Context: an optimization exercise on an open-source flow, tuned for small area and a short achievable clock period. The choices shown serve that exercise and are no tape-out recipe.
Only simulation tests tie the RTL to the original design; equivalence was not proved.
No activity file was given, so power comes from the tool's default toggle rates.

## dec_addsub
module dec_addsub (
    input  wire         clk,
    input  wire         rst,
    input  wire         in_valid,
    input  wire [1:0]   in_op,
    input  wire [127:0] in_a,
    input  wire [127:0] in_b,
    output reg          out_valid,
    output wire [127:0] out_result,
    output wire [1:0]   out_cmp,
    output wire         out_ovf,
    output wire         out_dec_data
);
Size: ~130 flip-flops, about 390 I/O pins, roughly 13,000 um2 of cells after synthesis.
clock: 70.0 ns
lec_check: 0
abc_clock_period_in_ps: 55000
cap_margin: 20
core_margin: 2
core_utilization: 60
place_density: 0.8
slew_margin: 20
standard.sh (not shown) runs the stock make flow with config.mk's settings and CLKGATE_MAP_FILE= SYNTH_SCRIPT=/design/flow/synth_recipe.tcl, a recipe that flattens the netlist after the stock synthesis.
==> flow/flow/run.sh <==
#!/bin/bash
# Standard layout, with the smallest buffer on every input and output port,
# timing repair asked for a setup slack of 50.0 ns, and a clock tree of
# clkbuf_8 buffers without dummy loads.
set -euo pipefail
bash standard.sh BUFFER_PORTS_ARGS="-buffer_cell sky130_fd_sc_hd__buf_1" SETUP_SLACK_MARGIN=50.0 \
  CTS_ARGS="-sink_clustering_enable -repair_clock_nets -buf_list sky130_fd_sc_hd__clkbuf_8 -dont_use_dummy_load" \
  finish > standard.log 2>&1
The baseline went through all stages and came out clean.
Edit:
==> flow/flow/run.sh (replaced) <==
#!/bin/bash
# Standard layout, with the smallest buffer on every input and output port,
# timing repair asked for a setup slack of 49.9 ns, and a clock tree of
# clkbuf_8 buffers without dummy loads.
set -euo pipefail
bash standard.sh BUFFER_PORTS_ARGS="-buffer_cell sky130_fd_sc_hd__buf_1" SETUP_SLACK_MARGIN=49.9 \
  CTS_ARGS="-sink_clustering_enable -repair_clock_nets -buf_list sky130_fd_sc_hd__clkbuf_8 -dont_use_dummy_load" \
  finish > standard.log 2>&1
CORE_UTILIZATION = 40   (was 60)
PLACE_DENSITY = unset   (was 0.8)
Effect: Wire length went up by a few percent; clock power went up by a few percent; clock-buffer cell count is unchanged; final area went up slightly; sequential power hardly moves; worst setup slack gets worse by 0.052 ns; total power is about the same.

========
Starting RTL as in the previous note.
export LEC_CHECK = 0
export ABC_CLOCK_PERIOD_IN_PS = 55000
export CAP_MARGIN = 20
export CORE_MARGIN = 2
export CORE_UTILIZATION = 40
export SLEW_MARGIN = 20
create_clock -name core_clock -period 70.0 [get_ports {clk}]
==> flow/flow/run.sh <==
#!/bin/bash
# Standard layout, with the smallest buffer on every input and output port,
# timing repair asked for a setup slack of 50 ns, and a clock tree of
# smaller buffers.
set -euo pipefail
bash standard.sh BUFFER_PORTS_ARGS="-buffer_cell sky130_fd_sc_hd__buf_1" SETUP_SLACK_MARGIN=50.0 CTS_ARGS="-sink_clustering_enable -repair_clock_nets -buf_list sky130_fd_sc_hd__clkbuf_8 -dont_use_dummy_load -sink_clustering_size 24 -sink_clustering_max_diameter 80" finish > standard.log 2>&1
The starting point went through all stages and came out clean.
Change:
==> flow/flow/run.sh (replaced) <==
#!/bin/bash
# Standard layout, with the smallest buffer on every input and output port,
# and timing repair asked for a setup slack of 50.0 ns.
set -euo pipefail
bash standard.sh BUFFER_PORTS_ARGS="-buffer_cell sky130_fd_sc_hd__buf_1" SETUP_SLACK_MARGIN=50.0 finish > standard.log 2>&1
ABC_AREA = 1   (was default)
Result:
- The changed run finished clean
- core utilization rose by 0.68 points
- non-clock buffer count fell by 3
- synthesized area went up by 7.9%
- flip-flop and latch count does not change
- power grows by 9.4%
- count of clock-buffer cells in the layout rose by 1
- final area went up by 8.6%
- sequential share of layout area falls by 1.4 points
Change:
==> flow/flow/run.sh (replaced) <==
#!/bin/bash
# Standard layout, with the smallest buffer on every input and output port,
# and timing repair asked for a setup slack of 50.5 ns.
set -euo pipefail
bash standard.sh BUFFER_PORTS_ARGS="-buffer_cell sky130_fd_sc_hd__buf_1" SETUP_SLACK_MARGIN=50.5 finish > standard.log 2>&1
ABC_AREA = default   (was 1)
=> Via count falls by 10%; count of clock-buffer cells in the layout does not change; sequential share of layout area rises by 0.54 points; setup slack got worse by 50 ps; wire length falls by 9.7%; non-clock buffer count rises by 27; global-route usage falls by 1.9 points; total power barely changes; sequential cell count is unchanged.
Change:
==> flow/flow/run.sh (replaced) <==
#!/bin/bash
# Standard layout, with the smallest buffer on every input and output port,
# and timing repair asked for a setup slack of 50.0 ns.
set -euo pipefail
bash standard.sh BUFFER_PORTS_ARGS="-buffer_cell sky130_fd_sc_hd__buf_1" SETUP_SLACK_MARGIN=50.0 finish > standard.log 2>&1
What happened: Setup slack degrades by 270 ps. Clock-buffer cell count is higher by 1. Hold slack degrades by 12 ps. Cell area is lower by 2.6%. Routed wire length is lower by 3.8%. Power is lower by 0.80%. Fmax is lower by 1.4%.
Change:
==> flow/flow/run.sh (replaced) <==
#!/bin/bash
# Standard layout, with the smallest buffer on every input and output port,
# timing repair asked for a setup slack of 50 ns, and a clock tree of
# smaller buffers.
set -euo pipefail
bash standard.sh BUFFER_PORTS_ARGS="-buffer_cell sky130_fd_sc_hd__buf_1" SETUP_SLACK_MARGIN=50.0 CTS_ARGS="-sink_clustering_enable -repair_clock_nets -buf_list sky130_fd_sc_hd__clkbuf_8 -dont_use_dummy_load" finish > standard.log 2>&1
=> The new run produced a clean layout. Worst setup slack improved by 16 ps. Sequential power hardly moves. Maximum frequency hardly moves.
Change:
==> flow/flow/run.sh (replaced) <==
#!/bin/bash
# Standard layout, with the smallest buffer on every input and output port,
# timing repair asked for a setup slack of 50.0 ns, and a clock tree of
# clkbuf_8 buffers without dummy loads.
set -euo pipefail
bash standard.sh BUFFER_PORTS_ARGS="-buffer_cell sky130_fd_sc_hd__buf_1" SETUP_SLACK_MARGIN=50.0 \
  CTS_ARGS="-sink_clustering_enable -repair_clock_nets -buf_list sky130_fd_sc_hd__clkbuf_8 -dont_use_dummy_load" \
  finish > standard.log 2>&1
GPL_ROUTABILITY_DRIVEN = 0   (was default)
GPL_TIMING_DRIVEN = 0   (was default)
=> The new run completed without violations; final area goes up by 2.7%; global-route usage goes up by 2.9 points; sequential cell count does not change; final cell count goes up by 2.5%; routed wire length goes up by 11%; power goes up by 4.0%; worst setup slack is worse by 210 ps; non-clock buffer count goes up by 53; sequential power goes down by about 3%; sequential share of layout area goes down by 0.48 points.

[what the ideal ports hide]
How much do the figures lean on ideal ports? The routed layouts below were timed once more, with nothing changed but the port constraints.
Step 1: set_driving_cell puts a clkbuf_16 on clk and a buf_2 on each other input, an assumption about the parent block.
Step 2 moves the port delays by t, midway between the first and last clock arrival at a register: inputs arrive t later, outputs are due t later. That takes back most of the time a late clock gives input paths.
Slacks: no drivers / after step 1 / after step 2; pairs: no drivers / after step 1.
| run | shift t [ns] | setup slack, ns | clock arrival spread, ns |
|---|---|---|---|
| the first run of note 1 | 0.485 | 50.327 / 50.351 / 49.866 | 0.032 / 0.032 |
| the second run of note 1 | 0.482 | 50.275 / 50.304 / 49.822 | 0.033 / 0.032 |
| the first run of note 2 | 0.485 | 50.433 / 50.461 / 49.976 | 0.034 / 0.034 |
| the second run of note 2 | 0.475 | 50.742 / 50.774 / 50.299 | 0.013 / 0.013 |
| the third run of note 2 | 0.464 | 50.692 / 50.720 / 50.257 | 0.021 / 0.021 |
| the fourth run of note 2 | 0.476 | 50.418 / 50.452 / 49.977 | 0.015 / 0.015 |
| the fifth run of note 2 | 0.485 | 50.433 / 50.461 / 49.976 | 0.034 / 0.034 |
| the sixth run of note 2 | 0.488 | 50.225 / 50.252 / 49.764 | 0.028 / 0.029 |
After both steps every run listed still meets setup and hold.
